Source: an optimization exercise on an open RTL-to-GDS flow (aim: small area, a short achievable clock period and few clock cycles per item). Production flows keep margins and buffers that such runs may drop.
The RTL was checked by simulation tests, not by an equivalence proof against the original design.

==> flow/design.v, too long to show whole: its modules and the start of the top module <==
// module comp_core: 1468 lines
module comp_core (
    input  wire        clk,
    input  wire        rst,           
    input  wire        smp_valid,
    input  wire [9:0]  smp_code,
    input  wire        preset,
    input  wire [23:0] preset_duty,
    input  wire        start,
    output wire        ready,
    output reg         done,
    output wire [23:0] duty,
    output wire [18:0] cmp,
    input  wire [1:0]  wavg,
    input  wire [19:0] b0,
    input  wire [19:0] b1,
    input  wire [19:0] b2,
    input  wire [19:0] c1,
    input  wire [19:0] c2,
    input  wire [3:0]  gshift,
    input  wire [15:0] dmax,
    input  wire [25:0] d_ff,
    input  wire [11:0] top,
    input  wire [8:0]  trim
);
  // ...
==> flow/flow/run.sh <==
#!/bin/bash
# Standard synthesis, then the standard flow's own layout with a larger setup repair
# margin, so that timing repair works toward a shorter period than the clock.
set -euo pipefail
bash standard.sh synth > synth.log 2>&1
bash standard.sh SETUP_SLACK_MARGIN=13 TNS_END_PERCENT=0 finish > layout.log 2>&1
==> flow/standard.sh <==
#!/bin/bash
# synth_recipe.tcl (not shown) runs the flow's synth.tcl, then flattens the netlist and writes it again
# the make line also repeats each setting of config.mk as NAME=value (left out here)
make -C /OpenROAD-flow-scripts/flow DESIGN_CONFIG=/design/flow/config.mk WORK_HOME=/design/flow/orfs CLKGATE_MAP_FILE= SYNTH_SCRIPT=/design/flow/synth_recipe.tcl "${@:-finish}"
==> flow/config.mk <==
export PLATFORM = sky130hd
export DESIGN_NAME = comp_core
export DESIGN_NICKNAME = comp_core
export VERILOG_FILES = /design/flow/design.v
export SDC_FILE = /design/flow/constraint.sdc
export NUM_CORES = 4
export LEC_CHECK = 0
export CAP_MARGIN = 20
export CORE_MARGIN = 2
export CORE_UTILIZATION = 40
export SLEW_MARGIN = 20
==> flow/constraint.sdc <==
create_clock -name core_clock -period 19.0 [get_ports {clk}]
set_input_delay 3.8000 -clock core_clock [delete_from_list [all_inputs] [get_ports {clk}]]
set_output_delay 3.8000 -clock core_clock [all_outputs]
set_load 0.01 [all_outputs]
==> flow_summary.yaml, run 1 <==
setup_path:
  timing.critical_path.max_delay_family: "compound AO/OA/AOI/OAI gates"
  critPathMaxStageDelay_ps: 460
  worstReg2RegStart: "state[2]"
  critical_path_peak_fanout: 5
layout:
  finalNonFillerCells: 6057
  n_clock_buffer: 62
  buffers_excl_clock: 376
  top_regs: "hist x80, acc x48, opa x28"
sta:
  hold_ws_ps: 481
  fmax_mhz: 141
route:
  routed_wire_length_per_instance_um: 25.0
  wl_met3_mm: 17.7
grt:
  wire_length_of_the_first_global_routing_pass_mm: 226
  global_route.usage.met3_pct: 8.08
  globalRoute.totalOverflow: 0
  met2_usage_pct: 45.3
placement:
  dp_worst_setup_slack_ps: 11090
floorplan:
  die_area_sq_mm: 0.102
  site_row_count: 115
synth:
  async_flop_share_pct: 0
  ys_ff_latch: 372
clock_tree:
  clockBufferDepth: 3
  h-tree-depth: 2
run_status:
  status: "complete, no violations"
min_path:
  hold-path-endpoint: "hist[7][9]"
  whs_path_depth: 2
Testbench counts, summed over its fixed seeds: cycles 32,093, items 3,200.
==> inputs of run 2 (changes only) <==
--- a/flow/design.v
+++ b/flow/design.v
@@ -26,240 +26,193 @@
                      S_U = 4'd4, S_UT1 = 4'd5, S_UT2 = 4'd6, S_UL = 4'd7,
                      S_PC1 = 4'd8, S_V1 = 4'd9, S_PC2 = 4'd10, S_V2 = 4'd11,
                      S_PT = 4'd12;
     localparam signed [26:0] V_MAX = 27'sh3FFFFFF;
     localparam signed [26:0] V_MIN = -27'sh4000000;
     reg [3:0] state;
     reg       tie_done;
     reg [9:0] hist [0:7];
+    reg [9:0] smp_p;
+    reg       smp_pv;
+    reg [1:0] wavg_r;
     reg        [23:0] u;
     reg signed [26:0] v1, v2;
     reg signed [10:0] e1, e2;
     reg signed [27:0] opa;
     reg        [9:0]  bn_r, bo_r, bt_r;    
     reg        [47:0] acc;
     reg        [3:0]  gsh_r;
     reg        [15:0] dmax_r;
     reg signed [25:0] dff_r;
     reg        [11:0] top_r;
     reg signed [8:0]  trim_r;
     reg        [14:0] top5_r;             
     assign ready = (state == S_IDLE);
     assign duty  = opa[23:0];
-    wire [10:0] p01 = hist[0] + hist[1] + 1'b1;
-    wire mqs0 = hist[0][1] ^ hist[1][1];
-    wire mqc0 = hist[0][1] & hist[1][1];
-    wire mqs1 = hist[0][2] ^ hist[1][2];
-    wire mqc1 = hist[0][2] & hist[1][2];
-    wire mqs2 = hist[0][3] ^ hist[1][3];
-    wire mqc2 = hist[0][3] & hist[1][3];
-    wire mqs3 = hist[0][4] ^ hist[1][4];
-    wire mqc3 = hist[0][4] & hist[1][4];
-    wire mqs4 = hist[0][5] ^ hist[1][5];
-    wire mqc4 = hist[0][5] & hist[1][5];
-    wire mqs5 = hist[0][6] ^ hist[1][6];
-    wire mqc5 = hist[0][6] & hist[1][6];
-    wire mqs6 = hist[0][7] ^ hist[1][7];
-    wire mqc6 = hist[0][7] & hist[1][7];
-    wire mqs7 = hist[0][8] ^ hist[1][8];
-    wire mqc7 = hist[0][8] & hist[1][8];
-    wire mqs8 = hist[0][9] ^ hist[1][9];
-    wire mqc8 = hist[0][9] & hist[1][9];
-    wire mqs9 = hist[0][0] ^ hist[1][0];
-    wire mqc9 = hist[0][0] & hist[1][0];
-    wire mqs10 = hist[2][1] ^ hist[3][1] ^ 1'b1;
-    wire mqc10 = (hist[2][1] & hist[3][1]) | (hist[2][1] & 1'b1) | (hist[3][1] & 1'b1);
-    wire mqs11 = hist[2][2] ^ hist[3][2] ^ mqs1;
-    wire mqc11 = (hist[2][2] & hist[3][2]) | (hist[2][2] & mqs1) | (hist[3][2] & mqs1);
-    wire mqs12 = hist[2][3] ^ hist[3][3] ^ mqs2;
-    wire mqc12 = (hist[2][3] & hist[3][3]) | (hist[2][3] & mqs2) | (hist[3][3] & mqs2);
-    wire mqs13 = hist[2][4] ^ hist[3][4] ^ mqs3;
-    wire mqc13 = (hist[2][4] & hist[3][4]) | (hist[2][4] & mqs3) | (hist[3][4] & mqs3);
-    wire mqs14 = hist[2][5] ^ hist[3][5] ^ mqs4;
-    wire mqc14 = (hist[2][5] & hist[3][5]) | (hist[2][5] & mqs4) | (hist[3][5] & mqs4);
-    wire mqs15 = hist[2][6] ^ hist[3][6] ^ mqs5;
-    wire mqc15 = (hist[2][6] & hist[3][6]) | (hist[2][6] & mqs5) | (hist[3][6] & mqs5);
-    wire mqs16 = hist[2][7] ^ hist[3][7] ^ mqs6;
-    wire mqc16 = (hist[2][7] & hist[3][7]) | (hist[2][7] & mqs6) | (hist[3][7] & mqs6);
-    wire mqs17 = hist[2][8] ^ hist[3][8] ^ mqs7;
-    wire mqc17 = (hist[2][8] & hist[3][8]) | (hist[2][8] & mqs7) | (hist[3][8] & mqs7);
-    wire mqs18 = hist[2][9] ^ hist[3][9] ^ mqs8;
-    wire mqc18 = (hist[2][9] & hist[3][9]) | (hist[2][9] & mqs8) | (hist[3][9] & mqs8);
-    wire mqs19 = hist[2][0] ^ hist[3][0];
-    wire mqc19 = hist[2][0] & hist[3][0];
-    wire mqs20 = mqs0 ^ mqs10 ^ mqc9;
-    wire mqc20 = (mqs0 & mqs10) | (mqs0 & mqc9) | (mqs10 & mqc9);
-    wire mqs21 = mqc0 ^ mqs11 ^ mqc10;
-    wire mqc21 = (mqc0 & mqs11) | (mqc0 & mqc10) | (mqs11 & mqc10);
-    wire mqs22 = mqc1 ^ mqs12 ^ mqc11;
-    wire mqc22 = (mqc1 & mqs12) | (mqc1 & mqc11) | (mqs12 & mqc11);
-    wire mqs23 = mqc2 ^ mqs13 ^ mqc12;
-    wire mqc23 = (mqc2 & mqs13) | (mqc2 & mqc12) | (mqs13 & mqc12);
-    wire mqs24 = mqc3 ^ mqs14 ^ mqc13;
-    wire mqc24 = (mqc3 & mqs14) | (mqc3 & mqc13) | (mqs14 & mqc13);
-    wire mqs25 = mqc4 ^ mqs15 ^ mqc14;
-    wire mqc25 = (mqc4 & mqs15) | (mqc4 & mqc14) | (mqs15 & mqc14);
-    wire mqs26 = mqc5 ^ mqs16 ^ mqc15;
-    wire mqc26 = (mqc5 & mqs16) | (mqc5 & mqc15) | (mqs16 & mqc15);
-    wire mqs27 = mqc6 ^ mqs17 ^ mqc16;
-    wire mqc27 = (mqc6 & mqs17) | (mqc6 & mqc16) | (mqs17 & mqc16);
-    wire mqs28 = mqc7 ^ mqs18 ^ mqc17;
-    wire mqc28 = (mqc7 & mqs18) | (mqc7 & mqc17) | (mqs18 & mqc17);
-    wire mqs29 = mqc8 ^ mqc18;
-    wire mqc29 = mqc8 & mqc18;
-    wire [11:0] q03 = {mqc29, mqs29, mqs28, mqs27, mqs26, mqs25, mqs24, mqs23, mqs22, mqs21, mqs20, mqs9} + {1'b0, mqc28, mqc27, mqc26, mqc25, mqc24, mqc23, mqc22, mqc21, mqc20, mqc19, mqs19};
-    wire mrs0 = hist[0][0] ^ hist[1][0] ^ hist[2][0];
-    wire mrc0 = (hist[0][0] & hist[1][0]) | (hist[0][0] & hist[2][0]) | (hist[1][0] & hist[2][0]);
-    wire mrs1 = hist[0][1] ^ hist[1][1] ^ hist[2][1];
-    wire mrc1 = (hist[0][1] & hist[1][1]) | (hist[0][1] & hist[2][1]) | (hist[1][1] & hist[2][1]);
-    wire mrs2 = hist[3][1] ^ hist[4][1];
-    wire mrc2 = hist[3][1] & hist[4][1];
-    wire mrs3 = hist[0][2] ^ hist[1][2] ^ hist[2][2];
-    wire mrc3 = (hist[0][2] & hist[1][2]) | (hist[0][2] & hist[2][2]) | (hist[1][2] & hist[2][2]);
-    wire mrs4 = hist[3][2] ^ hist[4][2] ^ hist[5][2];
-    wire mrc4 = (hist[3][2] & hist[4][2]) | (hist[3][2] & hist[5][2]) | (hist[4][2] & hist[5][2]);
-    wire mrs5 = hist[6][2] ^ hist[7][2];
-    wire mrc5 = hist[6][2] & hist[7][2];
-    wire mrs6 = hist[0][3] ^ hist[1][3] ^ hist[2][3];
-    wire mrc6 = (hist[0][3] & hist[1][3]) | (hist[0][3] & hist[2][3]) | (hist[1][3] & hist[2][3]);
-    wire mrs7 = hist[3][3] ^ hist[4][3] ^ hist[5][3];
-    wire mrc7 = (hist[3][3] & hist[4][3]) | (hist[3][3] & hist[5][3]) | (hist[4][3] & hist[5][3]);
-    wire mrs8 = hist[6][3] ^ hist[7][3];
-    wire mrc8 = hist[6][3] & hist[7][3];
-    wire mrs9 = hist[0][4] ^ hist[1][4] ^ hist[2][4];
-    wire mrc9 = (hist[0][4] & hist[1][4]) | (hist[0][4] & hist[2][4]) | (hist[1][4] & hist[2][4]);
-    wire mrs10 = hist[3][4] ^ hist[4][4] ^ hist[5][4];
-    wire mrc10 = (hist[3][4] & hist[4][4]) | (hist[3][4] & hist[5][4]) | (hist[4][4] & hist[5][4]);
-    wire mrs11 = hist[6][4] ^ hist[7][4];
-    wire mrc11 = hist[6][4] & hist[7][4];
-    wire mrs12 = hist[0][5] ^ hist[1][5] ^ hist[2][5];
-    wire mrc12 = (hist[0][5] & hist[1][5]) | (hist[0][5] & hist[2][5]) | (hist[1][5] & hist[2][5]);
-    wire mrs13 = hist[3][5] ^ hist[4][5] ^ hist[5][5];
-    wire mrc13 = (hist[3][5] & hist[4][5]) | (hist[3][5] & hist[5][5]) | (hist[4][5] & hist[5][5]);
-    wire mrs14 = hist[6][5] ^ hist[7][5];
-    wire mrc14 = hist[6][5] & hist[7][5];
-    wire mrs15 = hist[0][6] ^ hist[1][6] ^ hist[2][6];
-    wire mrc15 = (hist[0][6] & hist[1][6]) | (hist[0][6] & hist[2][6]) | (hist[1][6] & hist[2][6]);
-    wire mrs16 = hist[3][6] ^ hist[4][6] ^ hist[5][6];
-    wire mrc16 = (hist[3][6] & hist[4][6]) | (hist[3][6] & hist[5][6]) | (hist[4][6] & hist[5][6]);
-    wire mrs17 = hist[6][6] ^ hist[7][6];
-    wire mrc17 = hist[6][6] & hist[7][6];
-    wire mrs18 = hist[0][7] ^ hist[1][7] ^ hist[2][7];
-    wire mrc18 = (hist[0][7] & hist[1][7]) | (hist[0][7] & hist[2][7]) | (hist[1][7] & hist[2][7]);
-    wire mrs19 = hist[3][7] ^ hist[4][7] ^ hist[5][7];
-    wire mrc19 = (hist[3][7] & hist[4][7]) | (hist[3][7] & hist[5][7]) | (hist[4][7] & hist[5][7]);
-    wire mrs20 = hist[6][7] ^ hist[7][7];
-    wire mrc20 = hist[6][7] & hist[7][7];
-    wire mrs21 = hist[0][8] ^ hist[1][8] ^ hist[2][8];
-    wire mrc21 = (hist[0][8] & hist[1][8]) | (hist[0][8] & hist[2][8]) | (hist[1][8] & hist[2][8]);
-    wire mrs22 = hist[3][8] ^ hist[4][8] ^ hist[5][8];
-    wire mrc22 = (hist[3][8] & hist[4][8]) | (hist[3][8] & hist[5][8]) | (hist[4][8] & hist[5][8]);
-    wire mrs23 = hist[6][8] ^ hist[7][8];
-    wire mrc23 = hist[6][8] & hist[7][8];
-    wire mrs24 = hist[0][9] ^ hist[1][9] ^ hist[2][9];
-    wire mrc24 = (hist[0][9] & hist[1][9]) | (hist[0][9] & hist[2][9]) | (hist[1][9] & hist[2][9]);
-    wire mrs25 = hist[3][9] ^ hist[4][9] ^ hist[5][9];
-    wire mrc25 = (hist[3][9] & hist[4][9]) | (hist[3][9] & hist[5][9]) | (hist[4][9] & hist[5][9]);
-    wire mrs26 = hist[6][9] ^ hist[7][9];
-    wire mrc26 = hist[6][9] & hist[7][9];
-    wire mrs27 = hist[3][0] ^ hist[4][0] ^ hist[5][0];
-    wire mrc27 = (hist[3][0] & hist[4][0]) | (hist[3][0] & hist[5][0]) | (hist[4][0] & hist[5][0]);
-    wire mrs28 = hist[5][1] ^ hist[6][1] ^ hist[7][1];
-    wire mrc28 = (hist[5][1] & hist[6][1]) | (hist[5][1] & hist[7][1]) | (hist[6][1] & hist[7][1]);
-    wire mrs29 = mrs1 ^ mrs2;
-    wire mrc29 = mrs1 & mrs2;
-    wire mrs30 = 1'b1 ^ mrs3 ^ mrs4;
-    wire mrc30 = (1'b1 & mrs3) | (1'b1 & mrs4) | (mrs3 & mrs4);
-    wire mrs31 = mrs5 ^ mrc1 ^ mrc2;
-    wire mrc31 = (mrs5 & mrc1) | (mrs5 & mrc2) | (mrc1 & mrc2);
-    wire mrs32 = mrs6 ^ mrs7 ^ mrs8;
-    wire mrc32 = (mrs6 & mrs7) | (mrs6 & mrs8) | (mrs7 & mrs8);
-    wire mrs33 = mrc3 ^ mrc4 ^ mrc5;
-    wire mrc33 = (mrc3 & mrc4) | (mrc3 & mrc5) | (mrc4 & mrc5);
-    wire mrs34 = mrs9 ^ mrs10 ^ mrs11;
-    wire mrc34 = (mrs9 & mrs10) | (mrs9 & mrs11) | (mrs10 & mrs11);
-    wire mrs35 = mrc6 ^ mrc7 ^ mrc8;
-    wire mrc35 = (mrc6 & mrc7) | (mrc6 & mrc8) | (mrc7 & mrc8);
-    wire mrs36 = mrs12 ^ mrs13 ^ mrs14;
-    wire mrc36 = (mrs12 & mrs13) | (mrs12 & mrs14) | (mrs13 & mrs14);
-    wire mrs37 = mrc9 ^ mrc10 ^ mrc11;
-    wire mrc37 = (mrc9 & mrc10) | (mrc9 & mrc11) | (mrc10 & mrc11);
-    wire mrs38 = mrs15 ^ mrs16 ^ mrs17;
-    wire mrc38 = (mrs15 & mrs16) | (mrs15 & mrs17) | (mrs16 & mrs17);
-    wire mrs39 = mrc12 ^ mrc13 ^ mrc14;
-    wire mrc39 = (mrc12 & mrc13) | (mrc12 & mrc14) | (mrc13 & mrc14);
-    wire mrs40 = mrs18 ^ mrs19 ^ mrs20;
-    wire mrc40 = (mrs18 & mrs19) | (mrs18 & mrs20) | (mrs19 & mrs20);
-    wire mrs41 = mrc15 ^ mrc16 ^ mrc17;
-    wire mrc41 = (mrc15 & mrc16) | (mrc15 & mrc17) | (mrc16 & mrc17);
-    wire mrs42 = mrs21 ^ mrs22 ^ mrs23;
-    wire mrc42 = (mrs21 & mrs22) | (mrs21 & mrs23) | (mrs22 & mrs23);
-    wire mrs43 = mrc18 ^ mrc19 ^ mrc20;
-    wire mrc43 = (mrc18 & mrc19) | (mrc18 & mrc20) | (mrc19 & mrc20);
-    wire mrs44 = mrs24 ^ mrs25 ^ mrs26;
-    wire mrc44 = (mrs24 & mrs25) | (mrs24 & mrs26) | (mrs25 & mrs26);
-    wire mrs45 = mrc21 ^ mrc22 ^ mrc23;
-    wire mrc45 = (mrc21 & mrc22) | (mrc21 & mrc23) | (mrc22 & mrc23);
-    wire mrs46 = mrc24 ^ mrc25;
-    wire mrc46 = mrc24 & mrc25;
-    wire mrs47 = hist[6][0] ^ hist[7][0];
-    wire mrc47 = hist[6][0] & hist[7][0];
-    wire mrs48 = mrc0 ^ mrs28 ^ mrs29;
-    wire mrc48 = (mrc0 & mrs28) | (mrc0 & mrs29) | (mrs28 & mrs29);
-    wire mrs49 = mrs30 ^ mrs31 ^ mrc28;
-    wire mrc49 = (mrs30 & mrs31) | (mrs30 & mrc28) | (mrs31 & mrc28);
-    wire mrs50 = mrs32 ^ mrs33 ^ mrc30;
-    wire mrc50 = (mrs32 & mrs33) | (mrs32 & mrc30) | (mrs33 & mrc30);
-    wire mrs51 = mrs34 ^ mrs35 ^ mrc32;
-    wire mrc51 = (mrs34 & mrs35) | (mrs34 & mrc32) | (mrs35 & mrc32);
-    wire mrs52 = mrs36 ^ mrs37 ^ mrc34;
-    wire mrc52 = (mrs36 & mrs37) | (mrs36 & mrc34) | (mrs37 & mrc34);
-    wire mrs53 = mrs38 ^ mrs39 ^ mrc36;
-    wire mrc53 = (mrs38 & mrs39) | (mrs38 & mrc36) | (mrs39 & mrc36);
-    wire mrs54 = mrs40 ^ mrs41 ^ mrc38;
-    wire mrc54 = (mrs40 & mrs41) | (mrs40 & mrc38) | (mrs41 & mrc38);
-    wire mrs55 = mrs42 ^ mrs43 ^ mrc40;
-    wire mrc55 = (mrs42 & mrs43) | (mrs42 & mrc40) | (mrs43 & mrc40);
-    wire mrs56 = mrs44 ^ mrs45 ^ mrc42;
-    wire mrc56 = (mrs44 & mrs45) | (mrs44 & mrc42) | (mrs45 & mrc42);
-    wire mrs57 = mrc26 ^ mrs46 ^ mrc44;
-    wire mrc57 = (mrc26 & mrs46) | (mrc26 & mrc44) | (mrs46 & mrc44);
-    wire mrs58 = mrs0 ^ mrs27;
-    wire mrc58 = mrs0 & mrs27;
-    wire mrs59 = mrc27 ^ mrs48 ^ mrc47;
-    wire mrc59 = (mrc27 & mrs48) | (mrc27 & mrc47) | (mrs48 & mrc47);
-    wire mrs60 = mrc29 ^ mrs49 ^ mrc48;
-    wire mrc60 = (mrc29 & mrs49) | (mrc29 & mrc48) | (mrs49 & mrc48);
-    wire mrs61 = mrc31 ^ mrs50 ^ mrc49;
-    wire mrc61 = (mrc31 & mrs50) | (mrc31 & mrc49) | (mrs50 & mrc49);
-    wire mrs62 = mrc33 ^ mrs51 ^ mrc50;
-    wire mrc62 = (mrc33 & mrs51) | (mrc33 & mrc50) | (mrs51 & mrc50);
-    wire mrs63 = mrc35 ^ mrs52 ^ mrc51;
-    wire mrc63 = (mrc35 & mrs52) | (mrc35 & mrc51) | (mrs52 & mrc51);
-    wire mrs64 = mrc37 ^ mrs53 ^ mrc52;
-    wire mrc64 = (mrc37 & mrs53) | (mrc37 & mrc52) | (mrs53 & mrc52);
-    wire mrs65 = mrc39 ^ mrs54 ^ mrc53;
-    wire mrc65 = (mrc39 & mrs54) | (mrc39 & mrc53) | (mrs54 & mrc53);
-    wire mrs66 = mrc41 ^ mrs55 ^ mrc54;
-    wire mrc66 = (mrc41 & mrs55) | (mrc41 & mrc54) | (mrs55 & mrc54);
-    wire mrs67 = mrc43 ^ mrs56 ^ mrc55;
-    wire mrc67 = (mrc43 & mrs56) | (mrc43 & mrc55) | (mrs56 & mrc55);
-    wire mrs68 = mrc45 ^ mrs57 ^ mrc56;
-    wire mrc68 = (mrc45 & mrs57) | (mrc45 & mrc56) | (mrs57 & mrc56);
-    wire mrs69 = mrc46 ^ mrc57;
-    wire mrc69 = mrc46 & mrc57;
-    wire [12:0] r07 = {mrc69, mrs69, mrs68, mrs67, mrs66, mrs65, mrs64, mrs63, mrs62, mrs61, mrs60, mrs59, mrs47} + {1'b0, mrc68, mrc67, mrc66, mrc65, mrc64, mrc63, mrc62, mrc61, mrc60, mrc59, mrc58, mrs58};
+    wire [9:0] hg1 = (wavg_r != 2'd0) ? hist[1] : 10'd0;
+    wire [9:0] hg2 = wavg_r[1] ? hist[2] : 10'd0;
+    wire [9:0] hg3 = wavg_r[1] ? hist[3] : 10'd0;
+    wire [9:0] hg4 = (wavg_r == 2'd3) ? hist[4] : 10'd0;
+    wire [9:0] hg5 = (wavg_r == 2'd3) ? hist[5] : 10'd0;
+    wire [9:0] hg6 = (wavg_r == 2'd3) ? hist[6] : 10'd0;
+    wire [9:0] hg7 = (wavg_r == 2'd3) ? hist[7] : 10'd0;
+    wire [2:0] hrnd = {wavg_r == 2'd3, wavg_r == 2'd2, wavg_r == 2'd1};
+    wire ms0 = hist[0][0] ^ hg1[0] ^ hg2[0];
+    wire mc0 = (hist[0][0] & hg1[0]) | (hist[0][0] & hg2[0]) | (hg1[0] & hg2[0]);
+    wire ms1 = hg3[0] ^ hg4[0];
+    wire mc1 = hg3[0] & hg4[0];
+    wire ms2 = hist[0][1] ^ hg1[1] ^ hg2[1];
+    wire mc2 = (hist[0][1] & hg1[1]) | (hist[0][1] & hg2[1]) | (hg1[1] & hg2[1]);
+    wire ms3 = hg3[1] ^ hg4[1] ^ hg5[1];
+    wire mc3 = (hg3[1] & hg4[1]) | (hg3[1] & hg5[1]) | (hg4[1] & hg5[1]);
+    wire ms4 = hg6[1] ^ hg7[1];
+    wire mc4 = hg6[1] & hg7[1];
+    wire ms5 = hist[0][2] ^ hg1[2] ^ hg2[2];
+    wire mc5 = (hist[0][2] & hg1[2]) | (hist[0][2] & hg2[2]) | (hg1[2] & hg2[2]);
+    wire ms6 = hg3[2] ^ hg4[2] ^ hg5[2];
+    wire mc6 = (hg3[2] & hg4[2]) | (hg3[2] & hg5[2]) | (hg4[2] & hg5[2]);
+    wire ms7 = hg6[2] ^ hg7[2] ^ hrnd[2];
+    wire mc7 = (hg6[2] & hg7[2]) | (hg6[2] & hrnd[2]) | (hg7[2] & hrnd[2]);
+    wire ms8 = hist[0][3] ^ hg1[3] ^ hg2[3];
+    wire mc8 = (hist[0][3] & hg1[3]) | (hist[0][3] & hg2[3]) | (hg1[3] & hg2[3]);
+    wire ms9 = hg3[3] ^ hg4[3] ^ hg5[3];
+    wire mc9 = (hg3[3] & hg4[3]) | (hg3[3] & hg5[3]) | (hg4[3] & hg5[3]);
+    wire ms10 = hg6[3] ^ hg7[3];
+    wire mc10 = hg6[3] & hg7[3];
+    wire ms11 = hist[0][4] ^ hg1[4] ^ hg2[4];
+    wire mc11 = (hist[0][4] & hg1[4]) | (hist[0][4] & hg2[4]) | (hg1[4] & hg2[4]);
+    wire ms12 = hg3[4] ^ hg4[4] ^ hg5[4];
+    wire mc12 = (hg3[4] & hg4[4]) | (hg3[4] & hg5[4]) | (hg4[4] & hg5[4]);
+    wire ms13 = hg6[4] ^ hg7[4];
+    wire mc13 = hg6[4] & hg7[4];
+    wire ms14 = hist[0][5] ^ hg1[5] ^ hg2[5];
+    wire mc14 = (hist[0][5] & hg1[5]) | (hist[0][5] & hg2[5]) | (hg1[5] & hg2[5]);
+    wire ms15 = hg3[5] ^ hg4[5] ^ hg5[5];
+    wire mc15 = (hg3[5] & hg4[5]) | (hg3[5] & hg5[5]) | (hg4[5] & hg5[5]);
+    wire ms16 = hg6[5] ^ hg7[5];
+    wire mc16 = hg6[5] & hg7[5];
+    wire ms17 = hist[0][6] ^ hg1[6] ^ hg2[6];
+    wire mc17 = (hist[0][6] & hg1[6]) | (hist[0][6] & hg2[6]) | (hg1[6] & hg2[6]);
+    wire ms18 = hg3[6] ^ hg4[6] ^ hg5[6];
+    wire mc18 = (hg3[6] & hg4[6]) | (hg3[6] & hg5[6]) | (hg4[6] & hg5[6]);
+    wire ms19 = hg6[6] ^ hg7[6];
+    wire mc19 = hg6[6] & hg7[6];
+    wire ms20 = hist[0][7] ^ hg1[7] ^ hg2[7];
+    wire mc20 = (hist[0][7] & hg1[7]) | (hist[0][7] & hg2[7]) | (hg1[7] & hg2[7]);
+    wire ms21 = hg3[7] ^ hg4[7] ^ hg5[7];
+    wire mc21 = (hg3[7] & hg4[7]) | (hg3[7] & hg5[7]) | (hg4[7] & hg5[7]);
+    wire ms22 = hg6[7] ^ hg7[7];
+    wire mc22 = hg6[7] & hg7[7];
+    wire ms23 = hist[0][8] ^ hg1[8] ^ hg2[8];
+    wire mc23 = (hist[0][8] & hg1[8]) | (hist[0][8] & hg2[8]) | (hg1[8] & hg2[8]);
+    wire ms24 = hg3[8] ^ hg4[8] ^ hg5[8];
+    wire mc24 = (hg3[8] & hg4[8]) | (hg3[8] & hg5[8]) | (hg4[8] & hg5[8]);
+    wire ms25 = hg6[8] ^ hg7[8];
+    wire mc25 = hg6[8] & hg7[8];
+    wire ms26 = hist[0][9] ^ hg1[9] ^ hg2[9];
+    wire mc26 = (hist[0][9] & hg1[9]) | (hist[0][9] & hg2[9]) | (hg1[9] & hg2[9]);
+    wire ms27 = hg3[9] ^ hg4[9] ^ hg5[9];
+    wire mc27 = (hg3[9] & hg4[9]) | (hg3[9] & hg5[9]) | (hg4[9] & hg5[9]);
+    wire ms28 = hg6[9] ^ hg7[9];
+    wire mc28 = hg6[9] & hg7[9];
+    wire ms29 = hg5[0] ^ hg6[0] ^ hg7[0];
+    wire mc29 = (hg5[0] & hg6[0]) | (hg5[0] & hg7[0]) | (hg6[0] & hg7[0]);
+    wire ms30 = hrnd[1] ^ ms2 ^ ms3;
+    wire mc30 = (hrnd[1] & ms2) | (hrnd[1] & ms3) | (ms2 & ms3);
+    wire ms31 = ms4 ^ mc0;
+    wire mc31 = ms4 & mc0;
+    wire ms32 = ms5 ^ ms6 ^ ms7;
+    wire mc32 = (ms5 & ms6) | (ms5 & ms7) | (ms6 & ms7);
+    wire ms33 = mc2 ^ mc3 ^ mc4;
+    wire mc33 = (mc2 & mc3) | (mc2 & mc4) | (mc3 & mc4);
+    wire ms34 = ms8 ^ ms9 ^ ms10;
+    wire mc34 = (ms8 & ms9) | (ms8 & ms10) | (ms9 & ms10);
+    wire ms35 = mc5 ^ mc6 ^ mc7;
+    wire mc35 = (mc5 & mc6) | (mc5 & mc7) | (mc6 & mc7);
+    wire ms36 = ms11 ^ ms12 ^ ms13;
+    wire mc36 = (ms11 & ms12) | (ms11 & ms13) | (ms12 & ms13);
+    wire ms37 = mc8 ^ mc9 ^ mc10;
+    wire mc37 = (mc8 & mc9) | (mc8 & mc10) | (mc9 & mc10);
+    wire ms38 = ms14 ^ ms15 ^ ms16;
+    wire mc38 = (ms14 & ms15) | (ms14 & ms16) | (ms15 & ms16);
+    wire ms39 = mc11 ^ mc12 ^ mc13;
+    wire mc39 = (mc11 & mc12) | (mc11 & mc13) | (mc12 & mc13);
+    wire ms40 = ms17 ^ ms18 ^ ms19;
+    wire mc40 = (ms17 & ms18) | (ms17 & ms19) | (ms18 & ms19);
+    wire ms41 = mc14 ^ mc15 ^ mc16;
+    wire mc41 = (mc14 & mc15) | (mc14 & mc16) | (mc15 & mc16);
+    wire ms42 = ms20 ^ ms21 ^ ms22;
+    wire mc42 = (ms20 & ms21) | (ms20 & ms22) | (ms21 & ms22);
+    wire ms43 = mc17 ^ mc18 ^ mc19;
+    wire mc43 = (mc17 & mc18) | (mc17 & mc19) | (mc18 & mc19);
+    wire ms44 = ms23 ^ ms24 ^ ms25;
+    wire mc44 = (ms23 & ms24) | (ms23 & ms25) | (ms24 & ms25);
+    wire ms45 = mc20 ^ mc21 ^ mc22;
+    wire mc45 = (mc20 & mc21) | (mc20 & mc22) | (mc21 & mc22);
+    wire ms46 = ms26 ^ ms27 ^ ms28;
+    wire mc46 = (ms26 & ms27) | (ms26 & ms28) | (ms27 & ms28);
+    wire ms47 = mc23 ^ mc24 ^ mc25;
+    wire mc47 = (mc23 & mc24) | (mc23 & mc25) | (mc24 & mc25);
+    wire ms48 = mc26 ^ mc27;
+    wire mc48 = mc26 & mc27;
+    wire ms49 = hrnd[0] ^ ms0;
+    wire mc49 = hrnd[0] & ms0;
+    wire ms50 = mc1 ^ ms30 ^ ms31;
+    wire mc50 = (mc1 & ms30) | (mc1 & ms31) | (ms30 & ms31);
+    wire ms51 = ms32 ^ ms33 ^ mc30;
+    wire mc51 = (ms32 & ms33) | (ms32 & mc30) | (ms33 & mc30);
+    wire ms52 = ms34 ^ ms35 ^ mc32;
+    wire mc52 = (ms34 & ms35) | (ms34 & mc32) | (ms35 & mc32);
+    wire ms53 = ms36 ^ ms37 ^ mc34;
+    wire mc53 = (ms36 & ms37) | (ms36 & mc34) | (ms37 & mc34);
+    wire ms54 = ms38 ^ ms39 ^ mc36;
+    wire mc54 = (ms38 & ms39) | (ms38 & mc36) | (ms39 & mc36);
+    wire ms55 = ms40 ^ ms41 ^ mc38;
+    wire mc55 = (ms40 & ms41) | (ms40 & mc38) | (ms41 & mc38);
+    wire ms56 = ms42 ^ ms43 ^ mc40;
+    wire mc56 = (ms42 & ms43) | (ms42 & mc40) | (ms43 & mc40);
+    wire ms57 = ms44 ^ ms45 ^ mc42;
+    wire mc57 = (ms44 & ms45) | (ms44 & mc42) | (ms45 & mc42);
+    wire ms58 = ms46 ^ ms47 ^ mc44;
+    wire mc58 = (ms46 & ms47) | (ms46 & mc44) | (ms47 & mc44);
+    wire ms59 = mc28 ^ ms48 ^ mc46;
+    wire mc59 = (mc28 & ms48) | (mc28 & mc46) | (ms48 & mc46);
+    wire ms60 = ms1 ^ ms29;
+    wire mc60 = ms1 & ms29;
+    wire ms61 = mc29 ^ ms50 ^ mc49;
+    wire mc61 = (mc29 & ms50) | (mc29 & mc49) | (ms50 & mc49);
+    wire ms62 = mc31 ^ ms51 ^ mc50;
+    wire mc62 = (mc31 & ms51) | (mc31 & mc50) | (ms51 & mc50);
+    wire ms63 = mc33 ^ ms52 ^ mc51;
+    wire mc63 = (mc33 & ms52) | (mc33 & mc51) | (ms52 & mc51);
+    wire ms64 = mc35 ^ ms53 ^ mc52;
+    wire mc64 = (mc35 & ms53) | (mc35 & mc52) | (ms53 & mc52);
+    wire ms65 = mc37 ^ ms54 ^ mc53;
+    wire mc65 = (mc37 & ms54) | (mc37 & mc53) | (ms54 & mc53);
+    wire ms66 = mc39 ^ ms55 ^ mc54;
+    wire mc66 = (mc39 & ms55) | (mc39 & mc54) | (ms55 & mc54);
+    wire ms67 = mc41 ^ ms56 ^ mc55;
+    wire mc67 = (mc41 & ms56) | (mc41 & mc55) | (ms56 & mc55);
+    wire ms68 = mc43 ^ ms57 ^ mc56;
+    wire mc68 = (mc43 & ms57) | (mc43 & mc56) | (ms57 & mc56);
+    wire ms69 = mc45 ^ ms58 ^ mc57;
+    wire mc69 = (mc45 & ms58) | (mc45 & mc57) | (ms58 & mc57);
+    wire ms70 = mc47 ^ ms59 ^ mc58;
+    wire mc70 = (mc47 & ms59) | (mc47 & mc58) | (ms59 & mc58);
+    wire ms71 = mc48 ^ mc59;
+    wire mc71 = mc48 & mc59;
+    wire [12:0] wsum = {mc71, ms71, ms70, ms69, ms68, ms67, ms66, ms65, ms64, ms63, ms62, ms61, ms49} + {1'b0, mc70, mc69, mc68, mc67, mc66, mc65, mc64, mc63, mc62, mc61, mc60, ms60};
     reg  [9:0] wmean;
     always @(*) begin
-        case (wavg)
-            2'd0: wmean = hist[0];
-            2'd1: wmean = p01[10:1];
-            2'd2: wmean = q03[11:2];
-            default: wmean = r07[12:3];
+        case (wavg_r)
+            2'd0: wmean = wsum[9:0];
+            2'd1: wmean = wsum[10:1];
+            2'd2: wmean = wsum[11:2];
+            default: wmean = wsum[12:3];
         endcase
     end
     wire [10:0] nerr_now = {~wmean[9], ~wmean[9], wmean[8:0]};
     function automatic [29:0] benc(input [19:0] b, input neg);
         integer q;
         reg [20:0] bx;
         begin
             bx = {b, 1'b0};
@@ -1303,33 +1256,34 @@
     wire fs344 = fc249 ^ fs296 ^ fc295;
     wire fc344 = (fc249 & fs296) | (fc249 & fc295) | (fs296 & fc295);
     wire fs345 = fc250 ^ fs297 ^ fc296;
     wire fc345 = (fc250 & fs297) | (fc250 & fc296) | (fs297 & fc296);
     wire fs346 = fc251 ^ fs298 ^ fc297;
     wire fc346 = (fc251 & fs298) | (fc251 & fc297) | (fs298 & fc297);
     wire fs347 = 1'b1 ^ fs299 ^ fc298;
     wire fc347 = (1'b1 & fs299) | (1'b1 & fc298) | (fs299 & fc298);
-    wire [47:0] mac_sum = {fs347, fs346, fs345, fs344, fs343, fs342, fs341, fs340, fs339, fs338, fs337, fs336, fs335, fs334, fs333, fs332, fs331, fs330, fs329, fs328, fs327, fs326, fs325, fs324, fs323, fs322, fs321, fs320, fs319, fs318, fs317, fs316, fs315, fs314, fs313, fs312, fs311, fs310, fs309, fs308, fs307, fs306, fs305, fs304, fs303, fs302, fs301, fs252} + {fc346, fc345, fc344, fc343, fc342, fc341, fc340, fc339, fc338, fc337, fc336, fc335, fc334, fc333, fc332, fc331, fc330, fc329, fc328, fc327, fc326, fc325, fc324, fc323, fc322, fc321, fc320, fc319, fc318, fc317, fc316, fc315, fc314, fc313, fc312, fc311, fc310, fc309, fc308, fc307, fc306, fc305, fc304, fc303, fc302, fc301, fc300, fs300};
+    wire [47:0] mac_ra = {fs347, fs346, fs345, fs344, fs343, fs342, fs341, fs340, fs339, fs338, fs337, fs336, fs335, fs334, fs333, fs332, fs331, fs330, fs329, fs328, fs327, fs326, fs325, fs324, fs323, fs322, fs321, fs320, fs319, fs318, fs317, fs316, fs315, fs314, fs313, fs312, fs311, fs310, fs309, fs308, fs307, fs306, fs305, fs304, fs303, fs302, fs301, fs252};
+    wire [47:0] mac_rb = {fc346, fc345, fc344, fc343, fc342, fc341, fc340, fc339, fc338, fc337, fc336, fc335, fc334, fc333, fc332, fc331, fc330, fc329, fc328, fc327, fc326, fc325, fc324, fc323, fc322, fc321, fc320, fc319, fc318, fc317, fc316, fc315, fc314, fc313, fc312, fc311, fc310, fc309, fc308, fc307, fc306, fc305, fc304, fc303, fc302, fc301, fc300, fs300};
+    wire [47:0] mac_sum = mac_ra + mac_rb;
     wire st_u  = (state == S_U);
     wire st_t1 = (state == S_UT1);
     wire st_ul = (state == S_UL);
     wire st_v1 = (state == S_V1);
     wire st_v2 = (state == S_V2);
     wire st_pt = (state == S_PT);
     wire signed [29:0] s   = acc[47:18];
     wire        [23:0] lim = {dmax_r, 8'd0};
     wire s_ovf = (s[29:26] != 4'b0000) & (s[29:26] != 4'b1111);
     wire [26:0] s_sat = s_ovf ? (s[29] ? V_MIN : V_MAX) : s[26:0];
     wire u_tie = (acc[17:0] == 18'd0) & ~tie_done;
     wire signed [20:0] t    = acc[40:20];
     wire        [18:0] tcap = {top5_r, 4'd0};
     wire signed [29:0] ca   = st_pt ? $signed({2'd0, opa}) : s;
     wire c_hi = ca > $signed({6'd0, lim});
-    wire t_hi = t > $signed({2'd0, tcap});
     reg  [27:0] ax, ay;
     reg         ac;
     always @(*) begin
         ax = s[27:0];
         ay = {{2{dff_r[25]}}, dff_r};
         ac = 1'b0;
         if (st_u) begin
             ax = s[29] ? 28'd0 : s[27:0];
@@ -1345,124 +1299,149 @@
             ax = {s_sat[26], s_sat};
             ay = ~{v2[26], v2};
             ac = 1'b1;
         end
     end
     wire [27:0] asum = ax + ay + {27'd0, ac};
     wire [27:0] d_now = s_ovf ? (s[29] ? 28'd0 : {4'd0, lim}) :
                         asum[27] ? 28'd0 : asum;
-    wire        c_zero = (t == $signed({{12{trim_r[8]}}, trim_r}));
-    assign cmp = (c_zero | t[20]) ? 19'd0 : t_hi ? tcap : t[18:0];
+    wire [20:0] ra_hi = mac_ra[40:20];
+    wire [20:0] rb_hi = mac_rb[40:20];
+    wire [20:0] lo_s  = {1'b0, mac_ra[19:0]} + {1'b0, mac_rb[19:0]};
+    wire        c20   = lo_s[20];
+    wire [20:0] tk    = {{12{trim_r[8]}}, trim_r};
+    wire [20:0] k_in  = {(ra_hi[19:0] & rb_hi[19:0]) | ((ra_hi[19:0] ^ rb_hi[19:0]) & ~tk[19:0]), c20};
+    wire        cz_pt = &(~(ra_hi ^ rb_hi ^ tk ^ k_in));
+    wire [20:0] th_pt = ra_hi + rb_hi + ~{2'd0, tcap} + {20'd0, c20};
+    reg         cz_r, thi_r;
+    assign cmp = (cz_r | t[20]) ? 19'd0 : thi_r ? tcap : t[18:0];
     wire [11:0] top_eff = (top_r < 12'd100) ? 12'd100 :
                           (top_r > 12'd4000) ? 12'd4000 : top_r;
     wire [14:0] top5 = {3'd0, top_eff} + {1'b0, top_eff, 2'd0};
+    wire        sh_acc = (state == S_IDLE);
+    wire [10:0] sh_e   = sh_acc ? e2 : e1;
+    wire [3:0]  sh_g   = sh_acc ? gshift : gsh_r;
+    reg  [27:0] a_next;
+    always @(*) begin
+        case (state)
+            S_IDLE, S_P1, S_P2, S_P3: a_next = eshift(sh_e, sh_g);
+            S_V2:    a_next = d_now;
+            S_PT:    a_next = c_hi ? {4'd0, lim} : opa;
+            default: a_next = asum;
+        endcase
+    end
+    reg [19:0] b_next;
+    always @(*) begin
+        case (state)
+            S_IDLE:      b_next = b2;
+            S_P1:        b_next = b1;
+            S_P2:        b_next = b0;
+            S_U:         b_next = (u_tie | c_hi) ? 20'd0 : c1;
+            S_UL:        b_next = c1;
+            S_V1:        b_next = c2;
+            S_V2, S_PT:  b_next = {5'd0, top5_r};
+            default:     b_next = 20'd0;
+        endcase
+    end
+    wire b_neg = (state == S_IDLE) | (state == S_P1) | (state == S_P2);
     integer i;
     always @(posedge clk) begin
         gsh_r  <= gshift;
         dmax_r <= dmax;
         dff_r  <= d_ff;
         top_r  <= top;
         trim_r <= trim;
         top5_r <= top5;
+        wavg_r <= wavg;
         acc    <= mac_sum;
+        {bn_r, bo_r, bt_r} <= benc(b_next, b_neg);
+        opa    <= a_next;
+        cz_r   <= cz_pt;
+        thi_r  <= ~th_pt[20];
         if (rst) begin
             state <= S_IDLE;
             done  <= 1'b0;
             u     <= 24'd0;
             v1    <= 27'sd0;
             v2    <= 27'sd0;
             e1    <= 11'sd0;
             e2    <= 11'sd0;
             for (i = 0; i < 8; i = i + 1)
                 hist[i] <= 10'd512;
+            smp_pv <= 1'b0;
         end else begin
             done <= st_pt & ~c_hi;
-            if (smp_valid) begin
-                hist[0] <= smp_code;
+            smp_p  <= smp_code;
+            smp_pv <= smp_valid;
+            if (smp_pv) begin
+                hist[0] <= smp_p;
                 for (i = 1; i < 8; i = i + 1)
                     hist[i] <= hist[i-1];
             end
             case (state)
                 S_IDLE: begin
                     tie_done <= 1'b0;
                     if (start) begin
-                        opa   <= eshift(e2, gshift);
-                        {bn_r, bo_r, bt_r} <= benc(b2, 1'b1);
                         e2    <= e1;
-                        e1    <= nerr_now;
                         state <= S_P1;
                     end else if (preset) begin
                         u  <= preset_duty;
                         v1 <= $signed({3'd0, preset_duty});
                         v2 <= $signed({3'd0, preset_duty});
                         e1 <= 11'sd0;
                         e2 <= 11'sd0;
                     end
                 end
                 S_P1: begin
-                    opa   <= eshift(e2, gsh_r);
-                    {bn_r, bo_r, bt_r} <= benc(b1, 1'b1);
+                    e1    <= nerr_now;
                     state <= S_P2;
                 end
                 S_P2: begin
-                    opa   <= eshift(e1, gsh_r);
-                    {bn_r, bo_r, bt_r} <= benc(b0, 1'b1);
                     state <= S_P3;
                 end
                 S_P3: begin
-                    {bn_r, bo_r, bt_r} <= 30'd0;
                     state <= S_U;
                 end
                 S_U: begin
                     if (u_tie) begin
                         state <= S_UT1;
                     end else if (c_hi) begin
                         state <= S_UL;
                     end else begin
                         u     <= s[29] ? 24'd0 : s[23:0];
-                        opa   <= asum;
-                        {bn_r, bo_r, bt_r} <= benc(c1, 1'b0);
                         state <= S_PC1;
                     end
                 end
                 S_UT1: begin
                     tie_done <= 1'b1;
                     state    <= asum[27] ? S_UT2 : S_U;
                 end
                 S_UT2: begin
                     state <= S_U;
                 end
                 S_UL: begin
                     u     <= lim;
-                    opa   <= asum;
-                    {bn_r, bo_r, bt_r} <= benc(c1, 1'b0);
                     state <= S_PC1;
                 end
                 S_PC1: begin
                     state <= S_V1;
                 end
                 S_V1: begin
                     v1    <= s_sat;
-                    opa   <= asum;
-                    {bn_r, bo_r, bt_r} <= benc(c2, 1'b0);
                     state <= S_PC2;
                 end
                 S_PC2: begin
                     state <= S_V2;
                 end
                 S_V2: begin
                     v2    <= s_sat;
-                    opa   <= d_now;
-                    {bn_r, bo_r, bt_r} <= benc({5'd0, top5_r}, 1'b0);
                     state <= S_PT;
                 end
                 S_PT: begin
-                    if (c_hi)
-                        opa <= {4'd0, lim};
-                    else
+                    if (!c_hi)
                         state <= S_IDLE;
                 end
                 default: state <= S_IDLE;
             endcase
         end
     end
 endmodule
==> run 2 against run 1 <==
Net effect: sequential share of layout area is 0.083 points higher; count of clock-buffer cells in the layout is 1 higher; die area is 1.6% lower; largest cell class unchanged.
==> flow_summary.yaml, run 2 <==
setup_path:
  critical_path_s_slowest_cell: "sky130_fd_sc_hd__fa_1"
  critical_path_peak_fanout: 7
  cp.buffers_inverters: 4
  timing.setup.critical_path_class: "reg2reg"
  critPathMaxStageDelay_ps: 620
  critical_path.cell_chain: "and4bb_4 > bufbuf_16 > a222oi_1 > nand2_2 > fa_1 > fa_1 > fa_1 > inv_1 > fa_1 > inv_1 > fa_2 > ha_2 > a21oi_2 > nor2b_1 > o21ai_2 > nand2b_1 > buf_4 > a21oi_1 > o22a_1 > o21a_1 > or2_2 > xnor2_1"
  critPathCaptureType: "flip-flop"
  crit_path_start_kind: "flip-flop"
  critical-path-top-cell-by-count: "sky130_fd_sc_hd__fa_1"
  timing.reg2reg.setup_slack_ps: 12730
  cp_data_required_time_ps: 19490
  timing.critical_path.max_delay_family: "adder cells"
  worst-endpoint-arrival_ps: 6760
layout:
  final.fill_count: 9379
  post_synthesis_to_final_layout_area_growth_pct: 17.2
  largest_register_ffs: 80
  layout_common_cells: "sky130_fd_sc_hd__inv_1, sky130_fd_sc_hd__fa_1, sky130_fd_sc_hd__nand2_1, sky130_fd_sc_hd__a22oi_1, sky130_fd_sc_hd__dfxtp_1"
  top_regs: "hist x80, acc x48, opa x28"
  post_route_cell_area_sq_mm: 0.0458
  seq_area_sq_mm: 0.00820
  post_route_cells_drive_above_1_share_pct: 9.56
  fin_util_pct: 47.4
  top_register: "hist"
  nets: 5372
  multi_input_comb_area_sq_mm: 0.0284
  final_common_cell: "sky130_fd_sc_hd__inv_1"
clock_tree:
  hold_buffers: 0
  cts_tree: "done"
  clock-sinks: 387
  clockBufferDepth: 3
  clk_root_buffer_cell: "sky130_fd_sc_hd__clkbuf_16"
  cts-buffers-inserted: 47
  worstSkewPairLatency_ps: 640
  cts.reportedPaths.clkPinSlew_ps: 60
  h-tree-depth: 2
sta:
  worstMarginPinSlew_ps: 1290
  rsz_0062_raised_after_global_routing: "yes"
  fmax_mhz: 159
  min_period_over_period_pct: 33.0
  aggregate_negative_setup_slack_ps: 0
  finalClockSkew_ps: 34.0
  finalHoldViolCount: 0
  timing.slew.headroom_pct: 14.0
  hold_ws_ps: 463
  setup_viol: 0
  final-max-slew-violation-count: 0
  final_period_minus_worst_setup_slack_ps: 6270
placement:
  routabilityCongestion: 0.980
  cell_area_after_placement_sq_mm: 0.0426
  hpwlAfterDp_mm: 109
  portBuffers: 252
route:
  drt_wl_total_mm: 156
  drc_errors: 0
  detailedRoute.firstIterationViolations: 4097
  route.vias.total: 35050
  routed_wire_length_per_instance_um: 26.5
  vias_per_cell: 5.94
  drtPass1Iterations: 12
  final_antenna_net_count: 0
floorplan:
  die-width_um: 317
  site_row_count: 114
  die_area_sq_mm: 0.100
  core_area_sq_mm: 0.0967
  start_util_pct: 40.4
  io-pin-count: 253
  die-height_um: 317
grt:
  all_layer_global_routing_usage_pct: 31.0
  antenna_found_initial: 6
  grt_pass1_vias: 34957
  grt_start_max_net_pins: 93
  wire_length_of_the_first_global_routing_pass_mm: 231
  globalRoute.totalOverflow: 0
synth:
  netlist_top_cells_area: "sky130_fd_sc_hd__fa_1, sky130_fd_sc_hd__dfxtp_1, sky130_fd_sc_hd__ha_1, sky130_fd_sc_hd__a22oi_1, sky130_fd_sc_hd__xor2_1"
  synthesis.yosys.warnings: 2
  postSynthNetCount: 5271
  ys_ff_latch: 387
  async_flop_share_pct: 0
  ys_types: 86
  synth-edff-count: 39
  synth_flop_cell: "sky130_fd_sc_hd__dfxtp_1"
  synthTopCellsByCount: "sky130_fd_sc_hd__inv_1, sky130_fd_sc_hd__fa_1, sky130_fd_sc_hd__dfxtp_1, sky130_fd_sc_hd__nand2_1, sky130_fd_sc_hd__a22oi_1"
  synth.top_cell.area_share_pct: 19.5
  yosys.cell_count.top_type: "sky130_fd_sc_hd__inv_1"
  netlist.top_cell.by_area: "sky130_fd_sc_hd__fa_1"
  postSynthCellCount: 4485
  post_synth_instance_area_sq_mm: 0.0391
  syn-mean-instance-area_sq_um: 8.71
  synth_seq_area_share_pct: 20.8
flow_run:
  drv.max_cap_violation_count: 0
min_path:
  holdCritPathClass: "reg2reg"
run_status:
  status: "complete, no violations"
==> run 2: cell count changes in the layout (fill, tap and decap cells not counted), sizes merged, moves of 35 or more <==
| cell | before | now |
|---|---|---|
| a21oi | 312 | 188 |
| dfxtp | 313 | 348 |
| nor2 | 425 | 321 |
| o22ai | 67 | 3 |
| xnor2 | 282 | 208 |
| and3 | 36 | 71 |
| xor2 | 173 | 218 |
| nand2 | 282 | 338 |
==> run 2: cells by family (layout without fill, tap and decap cells) <==
group,count (synthesis),in the layout,synth area share [%]
buffers and inverters,828,966,8.35
DFF,387,387,20.8
adders and majority gates,578,578,25.8
AOI/OAI and AO/OA,1113,1113,19.7
muxes,160,160,4.12
and+or+nand+nor,991,993,11.6
xor gates and xnor gates,426,426,9.55
other,2,4,0.0192
==> run 2: final timing paths <==
| path | start | end | cells after the start |
|---|---|---|---|
| setup / recovery | state[1] | acc[36] | 22 |
| hold / removal | smp_p[9] | hist[0][9] | 2 |
| hold reg to reg | smp_p[9] | hist[0][9] | 2 |
| setup reg to reg | state[1] | acc[36] | 22 |
==> run 2: final cells by class <==
cell class | count | area share, %
Multi-Input combinational cell | 3272 | 62.1
Sequential cell | 387 | 17.9
Timing Repair Buffer | 414 | 8.94
Inverter | 464 | 3.82
Tap cell | 1276 | 3.49
Clock buffer | 63 | 3.01
Clock inverter | 25 | 0.716
Antenna cell | 2 | 0.0109
==> run 2: metrics by stage <==
stage / setup slack (ps) / std cells
after floorplan: 12980 / 4485
after global placement: 11500 / 5742
after detailed placement: 11430 / 5742
after CTS: 12810 / 5884
after global routing: 12550 / 5901
final: 12730 / 5903
==> run 2: timing repair <==
item,CTS,global route
resized for setup,142,40
hold endpoints to repair,0,0
buffers inserted,45,17
cloned,9,0
pin swaps,70,61
setup endpoints to repair,99,88
==> run 2: per-layer routing <==
metal,vias to the layer above,part of all wire (%),track usage (%),wire length [um]
met5,-,0.0083,0,13
met4,2,7.6,19.8,11900
met3,491,11,7.97,17200
met2,2006,43,47.0,66600
met1,17036,39,39.4,60500
li1,15515,-,-,-
==> run 2: tightest hold or removal path, delay by kind of cell, from the launching register on <==
family / cells / cell delay (ps)
and+or+nand+nor: 1 / 50
muxes: 1 / 60
DFF: 1 / 320
Testbench counts of run 2, summed over its fixed seeds: cycles 32,093, items 3,200.

-- port drivers added, routing unchanged --
No port has a modelled driver above. Below, the same layouts with a new extraction and two added sets of constraints. Step 1: set_driving_cell puts a clkbuf_16 on clk and a buf_2 on each other input, an assumption about the parent block. Step 2 times the ports against the registers' clock, not the clock port: input delays grow and output delays shrink by t, the midpoint of the rising clock arrivals with the driver on. Three values: ideal, step 1, step 2; two values: the first two.
run | t, ns | setup slack, ns | worst hold slack (ns)
run 1 | 0.694 | 11.890 / 11.823 / 12.094 | 0.481 / 0.481 / 0.481
run 2 | 0.686 | 12.727 / 12.727 / 12.163 | 0.463 / 0.463 / 0.463
After both steps every run listed still meets setup and hold. The setup slack of run 2, which loses most, moves by 0.000 ns with the drivers and by -0.564 ns with both steps.
